Context: an optimization exercise on an open-source flow, tuned for small area. The choices shown serve that exercise and are no tape-out recipe. Only simulation tests tie the RTL to the original design; equivalence was not proved. No driver is modelled on the clock port, so clocking that relies on it looks cheaper here than on a real chip.

==> run E <==
## jet_slot
module jet_slot (
    input  wire        clk,
    input  wire        rst,         
    input  wire        head,        
    input  wire        in_valid,    
    input  wire        end_set,     
    input  wire [63:0] insn,
    input  wire [31:0] tok_n,
    input  wire [31:0] tok_e,
    input  wire [31:0] tok_s,
    input  wire [31:0] tok_w,
    input  wire [31:0] k0,
    input  wire [31:0] k1,
    input  wire [31:0] k2,
    input  wire [31:0] k3,
    input  wire        carry_in,    
    output reg         res_valid,   
    output reg  [31:0] result,
    output reg         send_valid,  
    output reg         send_carry,
    output reg  [31:0] w0,
    output reg  [31:0] w1,
    output reg  [31:0] w2,
    output reg  [31:0] w3,
    output reg  [47:0] acc,
    output reg         c_flag,
    output reg         p_flag
);
    wire        f_v    = insn[63];
    wire [3:0]  grp    = insn[62:59];
    wire [2:0]  fn     = insn[57:55];    
    wire [1:0]  lane   = insn[54:53];
    wire        sgn    = insn[52];
    wire        sat    = insn[51];
    wire [1:0]  pred   = insn[50:49];
    wire        setf   = insn[48];
    wire [1:0]  chain  = insn[47:46];
    wire [3:0]  f_sa   = insn[45:42];
    wire [3:0]  f_sb   = insn[41:38];
    wire [3:0]  f_sc   = insn[37:34];
    wire [3:0]  dst    = insn[33:30];
    wire [7:0]  aux    = insn[23:16];
  ...
Settings: LEC_CHECK=0, CAP_MARGIN=20, CORE_MARGIN=2, CORE_UTILIZATION=42, MIN_ROUTING_LAYER=met2, PLACE_DENSITY=0.55, SLEW_MARGIN=20, SYNTH_HIERARCHICAL=1, SYNTH_MINIMUM_KEEP_SIZE=0; clock period 30.0 ns.
standard.sh (not shown) runs the stock make flow with config.mk's settings and CLKGATE_MAP_FILE= SYNTH_SCRIPT=/design/flow/synth_recipe.tcl, a recipe that flattens the netlist after the stock synthesis.
==> flow/flow/run.sh <==
#!/bin/bash
# The standard layout with two changes: the smallest buffer (buf_1) on every
# port, and, after the floorplan, cells that synthesis sized up without need
# (slack to spare) set back to their smallest drive (flow/downsize.tcl).
set -euo pipefail
export BUFFER_PORTS_ARGS="-buffer_cell sky130_fd_sc_hd__buf_1"
R=orfs/results/$FLOW_PLATFORM/jet_slot/base
bash standard.sh floorplan > make_floorplan.log 2>&1
DZ_IN=$R/2_floorplan.odb DZ_OUT=$R/2_floorplan.odb DZ_SDC=$R/2_floorplan.sdc \
  DZ_MARGIN=2.0 DZ_FLOOR=3.0 openroad -no_init -exit flow/downsize.tcl > downsize.log 2>&1
bash standard.sh finish > make_finish.log 2>&1
==> flow/flow/downsize.tcl <==
# Downsizes combinational cells (not buffers, inverters, flip-flops or adders)
# whose output pins have slack above DZ_MARGIN ns to the smallest drive of the
# same function, keeping the design's worst setup slack at least DZ_FLOOR ns.
# env: DZ_IN, DZ_OUT (odb), DZ_SDC, DZ_MARGIN, DZ_FLOOR, DZ_PLACED (1: estimate
# placement parasitics first)
set plat $::env(FLOW_HOME)/platforms/sky130hd
read_liberty $plat/lib/sky130_fd_sc_hd__tt_025C_1v80.lib
read_db $::env(DZ_IN)
read_sdc $::env(DZ_SDC)
source $plat/setRC.tcl
if {[info exists ::env(DZ_PLACED)] && $::env(DZ_PLACED)} { estimate_parasitics -placement }
set margin $::env(DZ_MARGIN)
set floor [expr {$::env(DZ_FLOOR) * 1e-9}]
proc smallest {master} {
  if {![regexp {^(sky130_fd_sc_hd__[a-z0-9]+?)_(\d+)$} $master -> base drive]} { return "" }
  if {[regexp {__(buf|clkbuf|clkinv|inv|df|dlygate|clkdlybuf|dlymetal|conb|fa|ha|tap|fill|decap|diode|bufinv|bufbuf|sdf|edf)} $base]} { return "" }
  set best ""
  set ba 1e9
  foreach c [get_lib_cells */${base}_*] {
    set n [get_name $c]
    if {![regexp "^${base}_\\d+\$" $n]} { continue }
    if {[get_property $c dont_use]} { continue }
    set a [get_property $c area]
    if {$a < $ba} { set ba $a; set best $n }
  }
  if {$best eq $master} { return "" }
  return $best
}
puts "worst slack before: [expr {[sta::worst_slack_cmd max] * 1e9}] ns"
set saved 0.0
set n 0
set tried 0
foreach inst [get_cells *] {
  set m [get_property $inst ref_name]
  set s [smallest $m]
  if {$s eq ""} { continue }
  set worst 1e9
  foreach p [get_pins -of_objects $inst -filter "direction == output"] {
    set sl [get_property $p slack_max]
    if {$sl ne "" && $sl < $worst} { set worst $sl }
  }
  if {$worst < $margin} { continue }
  incr tried
  set oa [get_property [get_lib_cells */$m] area]
  set na [get_property [get_lib_cells */$s] area]
  replace_cell $inst [get_lib_cells */$s]
  if {[sta::worst_slack_cmd max] < $floor} {
    replace_cell $inst [get_lib_cells */$m]
  } else {
    set saved [expr {$saved + $oa - $na}]
    incr n
  }
}
puts "downsized $n of $tried cells tried, saved $saved um2"
puts "worst slack after: [expr {[sta::worst_slack_cmd max] * 1e9}] ns"
if {[info exists ::env(DZ_OUT)]} { write_db $::env(DZ_OUT) }
==> inputs of run K, as changes to run E <==
--- a/flow/design.v
+++ b/flow/design.v
@@ -266,14 +266,19 @@
 endmodule
 module jet_mtree (
     input  wire [255:0] pp,
     input  wire         nb,
     input  wire         n16,
     input  wire         n8,
-    output wire [31:0]  s,
-    output wire [31:0]  c
+    input  wire         mode8,      
+    input  wire         msu,        
+    input  wire [8:0]   r1lo,       
+    input  wire [15:0]  r1hi,       
+    input  wire [16:0]  r2,         
+    output wire [31:0]  pr,
+    output wire [31:0]  qr
 );
     wire fs0, fc0;
     jet_fa u0 (.a(pp[2]), .b(pp[17]), .c(pp[32]), .s(fs0), .co(fc0));
     wire fs1, fc1;
     jet_fa u1 (.a(pp[3]), .b(pp[18]), .c(pp[33]), .s(fs1), .co(fc1));
     wire fs2, fc2;
@@ -717,12 +722,13 @@
     wire fs221, fc221;
     jet_fa u221 (.a(pp[239]), .b(pp[254]), .c(n8), .s(fs221), .co(fc221));
     wire fs222, fc222;
     jet_fa u222 (.a(fc218), .b(fs221), .c(fc219), .s(fs222), .co(fc222));
     wire fs223, fc223;
     jet_fa u223 (.a(pp[255]), .b(n8), .c(fc221), .s(fs223), .co(fc223));
+    wire [31:0] s, c;
     assign s[0] = pp[0];
     assign c[0] = 1'b0;
     assign s[1] = pp[1];
     assign c[1] = pp[16];
     assign s[2] = fs0;
     assign c[2] = 1'b0;
@@ -781,12 +787,30 @@
     assign s[29] = fc220;
     assign c[29] = fs222;
     assign s[30] = fc222;
     assign c[30] = fs223;
     assign s[31] = nb;
     assign c[31] = fc223;
+    wire [31:0] r1 = {r1hi, 7'h00, r1lo};
+    genvar i;
+    generate for (i = 0; i < 32; i = i + 1) begin : rw
+        wire sh, ch;
+        if (i < 24) begin : m
+            assign sh = mode8 ? s[i+8] : s[i];
+            assign ch = mode8 ? c[i+8] : c[i];
+        end else begin : k
+            assign sh = mode8 ? nb : s[i];
+            assign ch = ~mode8 & c[i];
+        end
+        assign pr[i] = (sh | r1[i]) ^ msu;
+        if (i < 17) begin : r
+            assign qr[i] = (ch | r2[i]) ^ msu;
+        end else begin : n
+            assign qr[i] = ch ^ msu;
+        end
+    end endgenerate
 endmodule
 module jet_slot (
     input  wire        clk,
     input  wire        rst,         
     input  wire        head,        
     input  wire        in_valid,    
@@ -876,25 +900,30 @@
                    .out(cnt_out), .sum(cnt_sum), .c8(c8), .c16(c16));
     wire [8:0]  su, sv;
     jet_rca #(8, 0) u_su (.x(absd[7:0]),  .y(absd[23:16] & {8{~m32}}), .ci(1'b0), .s(su[7:0]), .co(su[8]));
     jet_rca #(8, 0) u_sv (.x(absd[15:8]), .y(absd[31:24] & {8{~m32}}), .ci(1'b0), .s(sv[7:0]), .co(sv[8]));
     wire [16:0] sv_w = m8 ? {8'h00, sv} : {sv, 8'h00};
     wire [16:0] sad_s;
-    wire        sad_co;
-    jet_rca #(17, 0) u_sad (.x({8'h00, su}), .y(sv_w), .ci(1'b0), .s(sad_s), .co(sad_co));
-    wire [31:0] r1 = {absd[31:16] & {16{o_sad & m32}}, 7'h0,
-                      o_sad ? su : (g_cn ? {3'h0, cnt_sum} : 9'h0)};
+    wire [8:0]  sad_c;
+    jet_rca #(9, 0) u_sad (.x(su), .y(sv_w[8:0]), .ci(1'b0), .s(sad_s[8:0]), .co(sad_c[0]));
+    genvar g;
+    generate for (g = 0; g < 8; g = g + 1) begin : sadh
+        assign sad_s[9+g]  = sv_w[9+g] ^ sad_c[g];
+        assign sad_c[g+1] = sv_w[9+g] & sad_c[g];
+    end endgenerate
+    wire [8:0]  r1lo = o_sad ? su : (g_cn ? {3'h0, cnt_sum} : 9'h0);
+    wire [15:0] r1hi = absd[31:16] & {16{o_sad & m32}};
     wire [16:0] r2 = o_sad ? sv_w : 17'h0;
     wire [47:0] mac_f;
     jet_mac u_mac (.a(A[15:0]), .b(B[15:0]), .acc(acc), .mac(g_mc), .fn(fn), .sgn(sgn),
-                   .sat(sat), .r1(r1), .r2(r2), .out(mac_f));
+                   .sat(sat), .r1lo(r1lo), .r1hi(r1hi), .r2(r2), .out(mac_f));
     wire r_sh = g_sh | o_accrd;
     wire r_mc = g_mc & ~fn[2];
     wire r_ab = g_ab;
     wire sad_small = o_sad & ~m32;               
-    wire [31:0] res = (alu_out | ({32{r_sh}} & sh_out) | cnt_out) |
+    wire [31:0] res = (alu_out | ({32{r_sh}} & sh_out) | (cnt_out & 32'h0F1F0F3F)) |
                       {15'h0, {17{sad_small}} & sad_s} | ({32{r_mc}} & mac_f[31:0]);
     wire clear   = rst | head;
     wire in_slot = in_valid & f_v & (end_set == (pred == 2'b11));
     wire runs    = in_slot & ((pred == 2'b11) | (pred == 2'b00) |
                               (pred == 2'b01 & p_flag) | (pred == 2'b10 & ~p_flag));
     wire st      = runs & ~g_em;                  
@@ -1372,41 +1401,31 @@
     input  wire [15:0] b,
     input  wire [47:0] acc,
     input  wire        mac,         
     input  wire [2:0]  fn,
     input  wire        sgn,
     input  wire        sat,
-    input  wire [31:0] r1,          
+    input  wire [8:0]  r1lo,        
+    input  wire [15:0] r1hi,        
     input  wire [16:0] r2,          
     output wire [47:0] out          
 );
     genvar i;
     wire o_mul    = mac & (fn == 3'd0);
     wire o_msu    = mac & (fn == 3'd2);
     wire mode8    = mac & (fn == 3'd3);
     wire mode16   = mac & ~fn[2] & ~(fn[1] & fn[0]);
     wire acc_only = mac & ~fn[2] & (fn[1] | fn[0]);
     wire [15:0] my = ({16{mode16}} & b) | ({16{mode8}} & {b[7:0], b[15:8]});
-    wire [31:0] ms, mc;
     wire [255:0] pp;
     wire nb = sgn & (mode16 | mode8), n16 = sgn & mode16, n8 = sgn & mode8;
     jet_pp    u_pp (.xn(~a), .xdn(~(a & {16{mode16}})), .yn(~my), .nb(nb), .n16(n16), .n8(n8),
                     .pp(pp));
-    jet_mtree u_mt (.pp(pp), .nb(nb), .n16(n16), .n8(n8), .s(ms), .c(mc));
-    wire [31:0] msh, mch;
-    generate for (i = 0; i < 32; i = i + 1) begin : sh8
-        if (i < 24) begin : m
-            assign msh[i] = mode8 ? ms[i+8] : ms[i];
-            assign mch[i] = mode8 ? mc[i+8] : mc[i];
-        end else begin : k
-            assign msh[i] = mode8 ? nb : ms[i];
-            assign mch[i] = ~mode8 & mc[i];
-        end
-    end endgenerate
-    wire [31:0] pr = (msh | r1) ^ {32{o_msu}};
-    wire [31:0] qr = (mch | {15'h0, r2}) ^ {32{o_msu}};
+    wire [31:0] pr, qr;
+    jet_mtree u_mt (.pp(pp), .nb(nb), .n16(n16), .n8(n8), .mode8(mode8), .msu(o_msu),
+                    .r1lo(r1lo), .r1hi(r1hi), .r2(r2), .pr(pr), .qr(qr));
     wire [49:0] ae = {{2{sgn & acc[47]}}, acc[47:32], acc[31:0] & {32{~o_mul}}};
     wire [49:0] ua;
     wire [50:0] va;
     assign va[0] = o_msu;
     generate for (i = 0; i < 50; i = i + 1) begin : csa
         if (i < 32) begin : f
@@ -1494,12 +1513,26 @@
     output wire s,
     output wire co
 );
     assign s  = a ^ b ^ c;
     assign co = (a & b) | (a & c) | (b & c);
 endmodule
+module jet_xnor2 (
+    input  wire a,
+    input  wire b,
+    output wire y
+);
+    assign y = ~(a ^ b);
+endmodule
+module jet_or2 (
+    input  wire a,
+    input  wire b,
+    output wire y
+);
+    assign y = a | b;
+endmodule
 module jet_rca #(
     parameter N  = 8,
     parameter CI = 2
 ) (
     input  wire [N-1:0] x,
     input  wire [N-1:0] y,
@@ -1511,14 +1544,14 @@
     wire [N:0] c;
     generate
         if (CI == 0) begin : c0
             assign s[0] = x[0] ^ y[0];
             assign c[1] = x[0] & y[0];
         end else if (CI == 1) begin : c1
-            assign s[0] = ~(x[0] ^ y[0]);
-            assign c[1] = x[0] | y[0];
+            jet_xnor2 u_s (.a(x[0]), .b(y[0]), .y(s[0]));
+            jet_or2   u_c (.a(x[0]), .b(y[0]), .y(c[1]));
         end else begin : cv
             jet_fa u (.a(x[0]), .b(y[0]), .c(ci), .s(s[0]), .co(c[1]));
         end
         for (i = 1; i < N; i = i + 1) begin : fa
             jet_fa u (.a(x[i]), .b(y[i]), .c(c[i]), .s(s[i]), .co(c[i+1]));
         end
==> flow/flow/run.sh (replaced) <==
#!/bin/bash
# The standard layout with these changes: the smallest buffer (buf_1) on every
# port; after the floorplan, cells that synthesis sized up without need (slack
# to spare) set back to their smallest drive (flow/downsize.tcl); after clock
# tree synthesis, the same again with the placement's wire estimates, and
# repair buffers with slack and slew to spare made buf_2 (flow/bufdown.tcl).
set -euo pipefail
export BUFFER_PORTS_ARGS="-buffer_cell sky130_fd_sc_hd__buf_1"
R=orfs/results/$FLOW_PLATFORM/jet_slot/base
bash standard.sh floorplan > make_floorplan.log 2>&1
DZ_IN=$R/2_floorplan.odb DZ_OUT=$R/2_floorplan.odb DZ_SDC=$R/2_floorplan.sdc \
  DZ_MARGIN=2.0 DZ_FLOOR=3.0 openroad -no_init -exit flow/downsize.tcl > downsize_floorplan.log 2>&1
bash standard.sh cts > make_cts.log 2>&1
DZ_IN=$R/4_cts.odb DZ_OUT=$R/4_cts.odb DZ_SDC=$R/4_cts.sdc DZ_MARGIN=1.5 DZ_FLOOR=2.0 \
  DZ_SLEW=0.9 openroad -no_init -exit flow/bufdown.tcl > bufdown_cts.log 2>&1
DZ_IN=$R/4_cts.odb DZ_OUT=$R/4_cts.odb DZ_SDC=$R/4_cts.sdc DZ_PLACED=1 \
  DZ_MARGIN=2.0 DZ_FLOOR=1.8 openroad -no_init -exit flow/downsize.tcl > downsize_cts.log 2>&1
bash standard.sh finish > make_finish.log 2>&1
==> flow/flow/bufdown.tcl (new file) <==
# Replaces buf_4, buf_6 and buf_8 by buf_2 where the output has slack (DZ_MARGIN ns)
# and slew (DZ_SLEW ns) to spare, keeping the worst setup slack at least DZ_FLOOR ns.
# env: DZ_IN, DZ_OUT (odb), DZ_SDC, DZ_MARGIN, DZ_FLOOR, DZ_SLEW
set plat $::env(FLOW_HOME)/platforms/sky130hd
read_liberty $plat/lib/sky130_fd_sc_hd__tt_025C_1v80.lib
read_db $::env(DZ_IN)
read_sdc $::env(DZ_SDC)
source $plat/setRC.tcl
set_propagated_clock [all_clocks]
estimate_parasitics -placement
set margin $::env(DZ_MARGIN)
set floor [expr {$::env(DZ_FLOOR) * 1e-9}]
set slewmax $::env(DZ_SLEW)
puts "worst slack before: [expr {[sta::worst_slack_cmd max] * 1e9}] ns"
report_check_types -max_slew -max_capacitance -violators
set b2 [get_lib_cells */sky130_fd_sc_hd__buf_2]
set n 0; set saved 0.0
foreach inst [get_cells *] {
  set m [get_property $inst ref_name]
  if {![regexp {^sky130_fd_sc_hd__buf_(4|6|8)$} $m]} continue
  set op [get_pins -of_objects $inst -filter "direction == output"]
  set sl [get_property $op slack_max]
  if {$sl eq "" || $sl < $margin} continue
  set oa [get_property [get_lib_cells */$m] area]
  replace_cell $inst $b2
  set sw [get_property $op slew_max]
  if {[sta::worst_slack_cmd max] < $floor || $sw > $slewmax} {
    replace_cell $inst [get_lib_cells */$m]
  } else { incr n; set saved [expr {$saved + $oa - 5.0048}] }
}
puts "replaced $n buffers, saved $saved um2"
puts "worst slack after: [expr {[sta::worst_slack_cmd max] * 1e9}] ns"
report_check_types -max_slew -max_capacitance -violators
if {[info exists ::env(DZ_OUT)]} { write_db $::env(DZ_OUT) }
--- a/flow/flow/downsize.tcl
+++ b/flow/flow/downsize.tcl
@@ -5,13 +5,16 @@
 # placement parasitics first)
 set plat $::env(FLOW_HOME)/platforms/sky130hd
 read_liberty $plat/lib/sky130_fd_sc_hd__tt_025C_1v80.lib
 read_db $::env(DZ_IN)
 read_sdc $::env(DZ_SDC)
 source $plat/setRC.tcl
-if {[info exists ::env(DZ_PLACED)] && $::env(DZ_PLACED)} { estimate_parasitics -placement }
+if {[info exists ::env(DZ_PLACED)] && $::env(DZ_PLACED)} {
+  set_propagated_clock [all_clocks]
+  estimate_parasitics -placement
+}
 set margin $::env(DZ_MARGIN)
 set floor [expr {$::env(DZ_FLOOR) * 1e-9}]
 proc smallest {master} {
   if {![regexp {^(sky130_fd_sc_hd__[a-z0-9]+?)_(\d+)$} $master -> base drive]} { return "" }
   if {[regexp {__(buf|clkbuf|clkinv|inv|df|dlygate|clkdlybuf|dlymetal|conb|fa|ha|tap|fill|decap|diode|bufinv|bufbuf|sdf|edf)} $base]} { return "" }
   set best ""
CORE_AREA = 2 2 332.445 332.445   (was unset)
CORE_MARGIN = unset   (was 2)
CORE_UTILIZATION = unset   (was 42)
CTS_CLUSTER_DIAMETER = 80   (was unset)
CTS_CLUSTER_SIZE = 25   (was unset)
DIE_AREA = 0 0 334.445 334.445   (was unset)
MIN_ROUTING_LAYER = unset   (was met2)
PLACE_DENSITY = 0.7   (was 0.55)
==> comparison table <==
Placed cell count: run K 6642; run E 6832
Count of boundary I/O pins: run K 539; run E 539
Gp weighted congestion: run K 1.12; run E 1.24
Vertical die dimension: run K 334 µm; run E 334 µm
Post-DP HPWL: run K 188 mm; run E 207 mm
Cts bufs inserted: run K 18; run E 28
Mean post-synth cell area: run K 9.46 µm²; run E 9.30 µm²
Cell area after synthesis: run K 44600 µm²; run E 45900 µm²
Synth Instances: run K 4716; run E 4932
Placed Instance Area: run K 47700 µm²; run E 48600 µm²
Status: run K complete, no violations; run E stopped before the end
Stage where the flow stopped: run K -; run E 5_1_grt
Initial cell density of the core: run K 41.1%; run E 42.2%
Worst setup slack after placement: run K 1280 ps; run E 1410 ps

[port drivers added, routing unchanged]
No port has a modelled driver above. Below, the same layout with a new extraction and two added sets of constraints. Step 1: set_driving_cell puts a clkbuf_16 on clk and a buf_2 on each other input, an assumption about the parent block. Step 2, shift: input delay + t, output delay - t, t = (earliest + latest rising clock arrival at the registers) / 2. This alone moves slack from input paths to output paths. Three values: ideal ports, drivers, drivers and shift; two values: the first two.
run: run K
t (ns): 0.632
setup WS [ns]: 0.921 / 0.968 / 0.336
latest minus earliest clock arrival (ns): 0.036 / 0.036
cell pins on the clock port's net: 1
After both steps run K still meets setup and hold. For run K, drivers alone change the setup slack by +0.047 ns; drivers and shift together by -0.585 ns.
